From an optimization exercise on the open Yosys and OpenROAD flow, aimed at small area, a short achievable clock period and few clock cycles; shortcuts taken in it are not production practice. Function was checked by simulation only, so behaviour that the tests miss may differ from the original.

==> 06-20 <==
## fpu32
module fpu32 (
    input  wire        clk,
    input  wire        rst,         
    input  wire        in_valid,
    output wire        in_ready,
    input  wire [2:0]  in_op,       
    input  wire [1:0]  in_rm,       
    input  wire [2:0]  in_rel,      
    input  wire [31:0] in_a,
    input  wire [31:0] in_b,
    input  wire [31:0] in_c,        
    output reg         out_valid,
    output reg  [31:0] out_result,
    output reg  [4:0]  out_flags    
);
==> module fpu32, before the edit <==
module fpu32 (
    input  wire        clk,
    input  wire        rst,         
    input  wire        in_valid,
    output wire        in_ready,
    input  wire [2:0]  in_op,       
    input  wire [1:0]  in_rm,       
    input  wire [2:0]  in_rel,      
    input  wire [31:0] in_a,
    input  wire [31:0] in_b,
    input  wire [31:0] in_c,        
    output reg         out_valid,
    output reg  [31:0] out_result,
    output reg  [4:0]  out_flags    
);
    assign in_ready = 1'b1;
    wire i_add = !in_op[2] && !in_op[1];
    wire i_fma = !in_op[2] && in_op[1] && in_op[0];
    reg        s0_valid;
    reg        s0_sub, s0_fma, s0_cmp;
    reg [1:0]  s0_rm;
    reg [2:0]  s0_rel;
    reg [31:0] s0_a, s0_y, s0_z;
    reg        s0_hx, s0_hy, s0_hz;     
    reg [12:0] s0_bone, s0_btwo, s0_bneg;
    wire [26:0] i_bx = {2'b00, in_a[30:23] != 8'd0, in_a[22:0], 1'b0};
    reg  [12:0] i_bone, i_btwo, i_bneg;
    integer k;
    always @* begin
        for (k = 0; k < 13; k = k + 1) begin
            i_bone[k] = i_bx[2*k+1] ^ i_bx[2*k];
            i_btwo[k] = (i_bx[2*k+2] & ~i_bx[2*k+1] & ~i_bx[2*k]) |
                        (~i_bx[2*k+2] & i_bx[2*k+1] & i_bx[2*k]);
            i_bneg[k] = i_bx[2*k+2] & ~(i_bx[2*k+1] & i_bx[2*k]);
        end
    end
    always @(posedge clk) begin
        s0_valid <= !rst && in_valid;
        s0_sub   <= i_add && in_op[0];
        s0_fma   <= i_fma;
        s0_cmp   <= in_op[2];
        s0_rm    <= in_rm;
        s0_rel   <= in_rel;
        s0_a     <= in_a;
        s0_y     <= i_add ? 32'h3F80_0000 : in_b;
        s0_hx    <= (in_a[30:23] != 8'd0);
        s0_bone  <= i_bone;
        s0_btwo  <= i_btwo;
        s0_bneg  <= i_bneg;
        s0_hy    <= i_add || (in_b[30:23] != 8'd0);
        s0_hz    <= i_add ? (in_b[30:23] != 8'd0) : i_fma && (in_c[30:23] != 8'd0);
        s0_z     <= i_add ? {in_b[31] ^ in_op[0], in_b[30:0]} :
                    i_fma ? in_c : {in_a[31] ^ in_b[31], 31'd0};
    end
    wire [47:0] e_prod;
    wire [77:0] e_addend;
    wire        e_sticky, e_sub, e_sp, e_sz;
    wire [10:0] e_ebase;
    wire        e_spec, e_spec_nv;
    wire [31:0] e_spec_res;
    fpu32_exec u_exec (
        .is_sub   (s0_sub),
        .is_fma   (s0_fma),
        .is_cmp   (s0_cmp),
        .rel      (s0_rel),
        .x        (s0_a),
        .y        (s0_y),
        .z        (s0_z),
        .hx       (s0_hx),
        .hy       (s0_hy),
        .hz       (s0_hz),
        .bone     (s0_bone),
        .btwo     (s0_btwo),
        .bneg     (s0_bneg),
        .prod     (e_prod),
        .addend   (e_addend),
        .sticky   (e_sticky),
        .sub      (e_sub),
        .sp       (e_sp),
        .sz       (e_sz),
        .ebase    (e_ebase),
        .spec     (e_spec),
        .spec_res (e_spec_res),
        .spec_nv  (e_spec_nv)
    );
    reg        s1_valid;
    reg [1:0]  s1_rm;
    reg [47:0] s1_prod;
    reg [77:0] s1_addend;
    reg        s1_sticky, s1_sub, s1_sp, s1_sz;
    reg [10:0] s1_ebase;
    reg        s1_spec, s1_spec_nv;
    reg [31:0] s1_spec_res;
    always @(posedge clk) begin
        s1_valid    <= !rst && s0_valid;
        s1_rm       <= s0_rm;
        s1_prod     <= e_prod;
        s1_addend   <= e_addend;
        s1_sticky   <= e_sticky;
        s1_sub      <= e_sub;
        s1_sp       <= e_sp;
        s1_sz       <= e_sz;
        s1_ebase    <= e_ebase;
        s1_spec     <= e_spec;
        s1_spec_res <= e_spec_res;
        s1_spec_nv  <= e_spec_nv;
    end
    wire [76:0] m_mag;
    wire [6:0]  m_lz;
    wire        m_sign;
    fpu32_sum u_sum (
        .prod   (s1_prod),
        .addend (s1_addend),
        .sticky (s1_sticky),
        .sub    (s1_sub),
        .sp     (s1_sp),
        .sz     (s1_sz),
        .ebase  (s1_ebase),
        .mag    (m_mag),
        .lz     (m_lz),
        .sign   (m_sign)
    );
    reg        s2_valid;
    reg [1:0]  s2_rm;
    reg [76:0] s2_mag;
    reg [6:0]  s2_lz;
    reg        s2_sign, s2_sticky, s2_zsign;
    reg [10:0] s2_ebase;
    reg        s2_spec, s2_spec_nv;
    reg [31:0] s2_spec_res;
    always @(posedge clk) begin
        s2_valid    <= !rst && s1_valid;
        s2_rm       <= s1_rm;
        s2_mag      <= m_mag;
        s2_lz       <= m_lz;
        s2_sign     <= m_sign;
        s2_sticky   <= s1_sticky;
        s2_zsign    <= (s1_sp == s1_sz) ? s1_sp : (s1_rm == 2'd3);
        s2_ebase    <= s1_ebase;
        s2_spec     <= s1_spec;
        s2_spec_res <= s1_spec_res;
        s2_spec_nv  <= s1_spec_nv;
    end
    wire [31:0] r_result;
    wire [4:0]  r_flags;
    wire        r_zero;
    fpu32_round u_round (
        .rm     (s2_rm),
        .sign   (s2_sign),
        .mag    (s2_mag),
        .s      (s2_lz),
        .sticky (s2_sticky),
        .ebase  (s2_ebase),
        .result (r_result),
        .flags  (r_flags),
        .zero   (r_zero)
    );
    always @(posedge clk) begin
        out_valid <= !rst && s2_valid;
        if (s2_spec) begin
            out_result <= s2_spec_res;
            out_flags  <= {s2_spec_nv, 4'd0};
        end else if (r_zero) begin
            out_result <= {s2_zsign, 31'd0};
            out_flags  <= 5'd0;
        end else begin
            out_result <= r_result;
            out_flags  <= r_flags;
        end
    end
endmodule
clock: 34.0 ns
lec_check: 0
cap_margin: 20
core_margin: 2
core_utilization: 55
slew_margin: 70
buffer_ports_args: -buffer_cell sky130_fd_sc_hd__buf_4
standard.sh (not shown) runs the stock make flow with config.mk's settings and CLKGATE_MAP_FILE= SYNTH_SCRIPT=/design/flow/synth_recipe.tcl, a recipe that flattens the netlist after the stock synthesis.
==> flow/flow/run.sh <==
#!/bin/bash
# The standard layout (the standard.sh: ORFS synthesis through to the
# final DEF), with one change: the buffers that global placement puts on
# every input and output port are buf_4 cells instead of the resizer's own
# choice (a clkdlybuf4s50_1 delay cell, about 0.4 ns slower per port).
set -e
export BUFFER_PORTS_ARGS="-buffer_cell sky130_fd_sc_hd__buf_4"
echo "export BUFFER_PORTS_ARGS = -buffer_cell sky130_fd_sc_hd__buf_4" >> config.mk
bash standard.sh > standard.log 2>&1
==> 07-14: changes against 06-20 <==
--- a/flow/design.v
+++ b/flow/design.v
@@ -91,10 +91,9 @@
     reg [10:0] s1_ebase;
     reg        s1_spec, s1_spec_nv;
-    reg [31:0] s1_spec_res;
     always @(posedge clk) begin
         s1_valid    <= !rst && s0_valid;
         s1_rm       <= s0_rm;
         s1_prod     <= e_prod;
-        s1_addend   <= e_addend;
+        s1_addend   <= e_spec ? {53'd0, e_spec_res[31], e_spec_res[23:0]} : e_addend;
         s1_sticky   <= e_sticky;
         s1_sub      <= e_sub;
@@ -103,5 +102,4 @@
         s1_ebase    <= e_ebase;
         s1_spec     <= e_spec;
-        s1_spec_res <= e_spec_res;
         s1_spec_nv  <= e_spec_nv;
     end
@@ -128,9 +126,8 @@
     reg [10:0] s2_ebase;
     reg        s2_spec, s2_spec_nv;
-    reg [31:0] s2_spec_res;
     always @(posedge clk) begin
         s2_valid    <= !rst && s1_valid;
         s2_rm       <= s1_rm;
-        s2_mag      <= m_mag;
+        s2_mag      <= s1_spec ? {52'd0, s1_addend[24:0]} : m_mag;
         s2_lz       <= m_lz;
         s2_sign     <= m_sign;
@@ -139,5 +136,4 @@
         s2_ebase    <= s1_ebase;
         s2_spec     <= s1_spec;
-        s2_spec_res <= s1_spec_res;
         s2_spec_nv  <= s1_spec_nv;
     end
@@ -159,5 +155,5 @@
         out_valid <= !rst && s2_valid;
         if (s2_spec) begin
-            out_result <= s2_spec_res;
+            out_result <= {s2_mag[24], {8{s2_mag[23]}}, s2_mag[22:0]};
             out_flags  <= {s2_spec_nv, 4'd0};
         end else if (r_zero) begin
==> flow/flow/run.sh (replaced) <==
#!/bin/bash
# The standard layout (the standard.sh: ORFS synthesis through to the
# final DEF), with one change: the buffers that global placement puts on
# every input and output port are buf_2 cells instead of the resizer's own
# choice (a clkdlybuf4s50_1 delay cell, larger and about 0.4 ns slower).
set -e
export BUFFER_PORTS_ARGS="-buffer_cell sky130_fd_sc_hd__buf_2"
echo "export BUFFER_PORTS_ARGS = -buffer_cell sky130_fd_sc_hd__buf_2" >> config.mk
bash standard.sh > standard.log 2>&1
--- a/flow/config.mk
+++ b/flow/config.mk
@@ -8,5 +8,7 @@
 export CAP_MARGIN = 20
 export CORE_MARGIN = 2
-export CORE_UTILIZATION = 55
-export SLEW_MARGIN = 70
-export BUFFER_PORTS_ARGS = -buffer_cell sky130_fd_sc_hd__buf_4
+export CORE_UTILIZATION = 70
+export CTS_CLUSTER_DIAMETER = 80
+export CTS_CLUSTER_SIZE = 24
+export SLEW_MARGIN = 65
+export BUFFER_PORTS_ARGS = -buffer_cell sky130_fd_sc_hd__buf_2
==> 10-18: changes against 06-20 <==
--- a/flow/design.v
+++ b/flow/design.v
@@ -91,10 +91,9 @@
     reg [10:0] s1_ebase;
     reg        s1_spec, s1_spec_nv;
-    reg [31:0] s1_spec_res;
     always @(posedge clk) begin
         s1_valid    <= !rst && s0_valid;
         s1_rm       <= s0_rm;
         s1_prod     <= e_prod;
-        s1_addend   <= e_addend;
+        s1_addend   <= e_spec ? {53'd0, e_spec_res[31], e_spec_res[23:0]} : e_addend;
         s1_sticky   <= e_sticky;
         s1_sub      <= e_sub;
@@ -103,5 +102,4 @@
         s1_ebase    <= e_ebase;
         s1_spec     <= e_spec;
-        s1_spec_res <= e_spec_res;
         s1_spec_nv  <= e_spec_nv;
     end
@@ -128,9 +126,8 @@
     reg [10:0] s2_ebase;
     reg        s2_spec, s2_spec_nv;
-    reg [31:0] s2_spec_res;
     always @(posedge clk) begin
         s2_valid    <= !rst && s1_valid;
         s2_rm       <= s1_rm;
-        s2_mag      <= m_mag;
+        s2_mag      <= s1_spec ? {52'd0, s1_addend[24:0]} : m_mag;
         s2_lz       <= m_lz;
         s2_sign     <= m_sign;
@@ -139,5 +136,4 @@
         s2_ebase    <= s1_ebase;
         s2_spec     <= s1_spec;
-        s2_spec_res <= s1_spec_res;
         s2_spec_nv  <= s1_spec_nv;
     end
@@ -159,5 +155,5 @@
         out_valid <= !rst && s2_valid;
         if (s2_spec) begin
-            out_result <= s2_spec_res;
+            out_result <= {s2_mag[24], {8{s2_mag[23]}}, s2_mag[22:0]};
             out_flags  <= {s2_spec_nv, 4'd0};
         end else if (r_zero) begin
==> flow/flow/run.sh (replaced) <==
#!/bin/bash
# The standard layout (the standard.sh: ORFS synthesis through to the
# final DEF), with one change: the buffers that global placement puts on
# every input and output port are buf_2 cells instead of the resizer's own
# choice (a clkdlybuf4s50_1 delay cell, larger and about 0.4 ns slower).
set -e
export BUFFER_PORTS_ARGS="-buffer_cell sky130_fd_sc_hd__buf_2"
echo "export BUFFER_PORTS_ARGS = -buffer_cell sky130_fd_sc_hd__buf_2" >> config.mk
bash standard.sh > standard.log 2>&1
--- a/flow/config.mk
+++ b/flow/config.mk
@@ -9,4 +9,6 @@
 export CORE_MARGIN = 2
 export CORE_UTILIZATION = 55
+export CTS_CLUSTER_DIAMETER = 80
+export CTS_CLUSTER_SIZE = 24
 export SLEW_MARGIN = 70
-export BUFFER_PORTS_ARGS = -buffer_cell sky130_fd_sc_hd__buf_4
+export BUFFER_PORTS_ARGS = -buffer_cell sky130_fd_sc_hd__buf_2
==> comparison table <==
item                                                    07-14       06-20       10-18
Outcome                              timing/DRC/antenna clean  timing/DRC/antenna clean  timing/DRC/antenna clean
Largest net degree at the start of global routing          75          67          67
Final-layout non-clock buffer area share                3.96%       5.12%       4.68%
Area growth from synthesis to final layout              7.42%       13.1%       10.7%
Met1 routed wirelength after detailed routing        59000 µm    69600 µm    70400 µm
Cell Count Post-Placement                                6314        6430        6570
Multi-input combinational cell count                     4276        4080        4276
Number of flip-flops and latches                          426         489         426
Fin worst setup slack                                26.04 ns    26.12 ns    26.12 ns
Worst R2R Setup Slack                                26.72 ns    26.12 ns    26.43 ns
Detail-routed via count per cell                         7.19        6.56        6.69
Count of clock buffers in the final design                 31          64          37
Period utilization                                      23.4%       23.2%       23.2%
Endpoint class of the critical path                output pin   flip-flop  output pin
Cell count of the worst reg-to-reg path                    23          26          28
Compound-cell area share of the yosys netlist           22.7%       22.5%       22.7%
Testbench counts of 06-20, summed over its fixed seeds: cycles 24,032.
Testbench counts of 07-14, summed over its fixed seeds: cycles 24,032.
Testbench counts of 10-18, summed over its fixed seeds: cycles 24,032.

==> static timing again, ports no longer ideal <==
In the flow no input, the clock included, has a driving cell. The finished layouts below were timed again as built, in two steps. Step 1 (the two cells are an assumption about what drives the block):
set clk [get_ports {clk}]
set_driving_cell -lib_cell sky130_fd_sc_hd__clkbuf_16 $clk
set_driving_cell -lib_cell sky130_fd_sc_hd__buf_2 [delete_from_list [all_inputs] $clk]
Step 2 adds t to the input delays and takes it off the output delays; t is the mean of the earliest and latest rising clock arrival at the registers after step 1. Input paths then give back, and output paths get back, about the clock's delay inside the block. Slacks: ideal / step 1 / step 2; pairs: ideal / step 1.
| run | t (ns) | slack for setup (ns) | worst setup path after step 2 | worst register clock-pin slew, ns | worst slew at a driven data input, ns |
|---|---|---|---|---|---|
| 06-20 | 0.693 | 26.120 / 26.050 / 25.916 | input to register | 0.08 / 0.08 | 0.06 |
| 07-14 | 0.707 | 26.042 / 25.969 / 25.808 | input to register | 0.10 / 0.10 | 0.05 |
| 10-18 | 0.671 | 26.119 / 26.045 / 25.874 | input to register | 0.09 / 0.09 | 0.05 |
After both steps every run listed still meets setup and hold. For 10-18, which loses most, drivers alone change the setup slack by -0.074 ns; drivers and shift together by -0.245 ns.
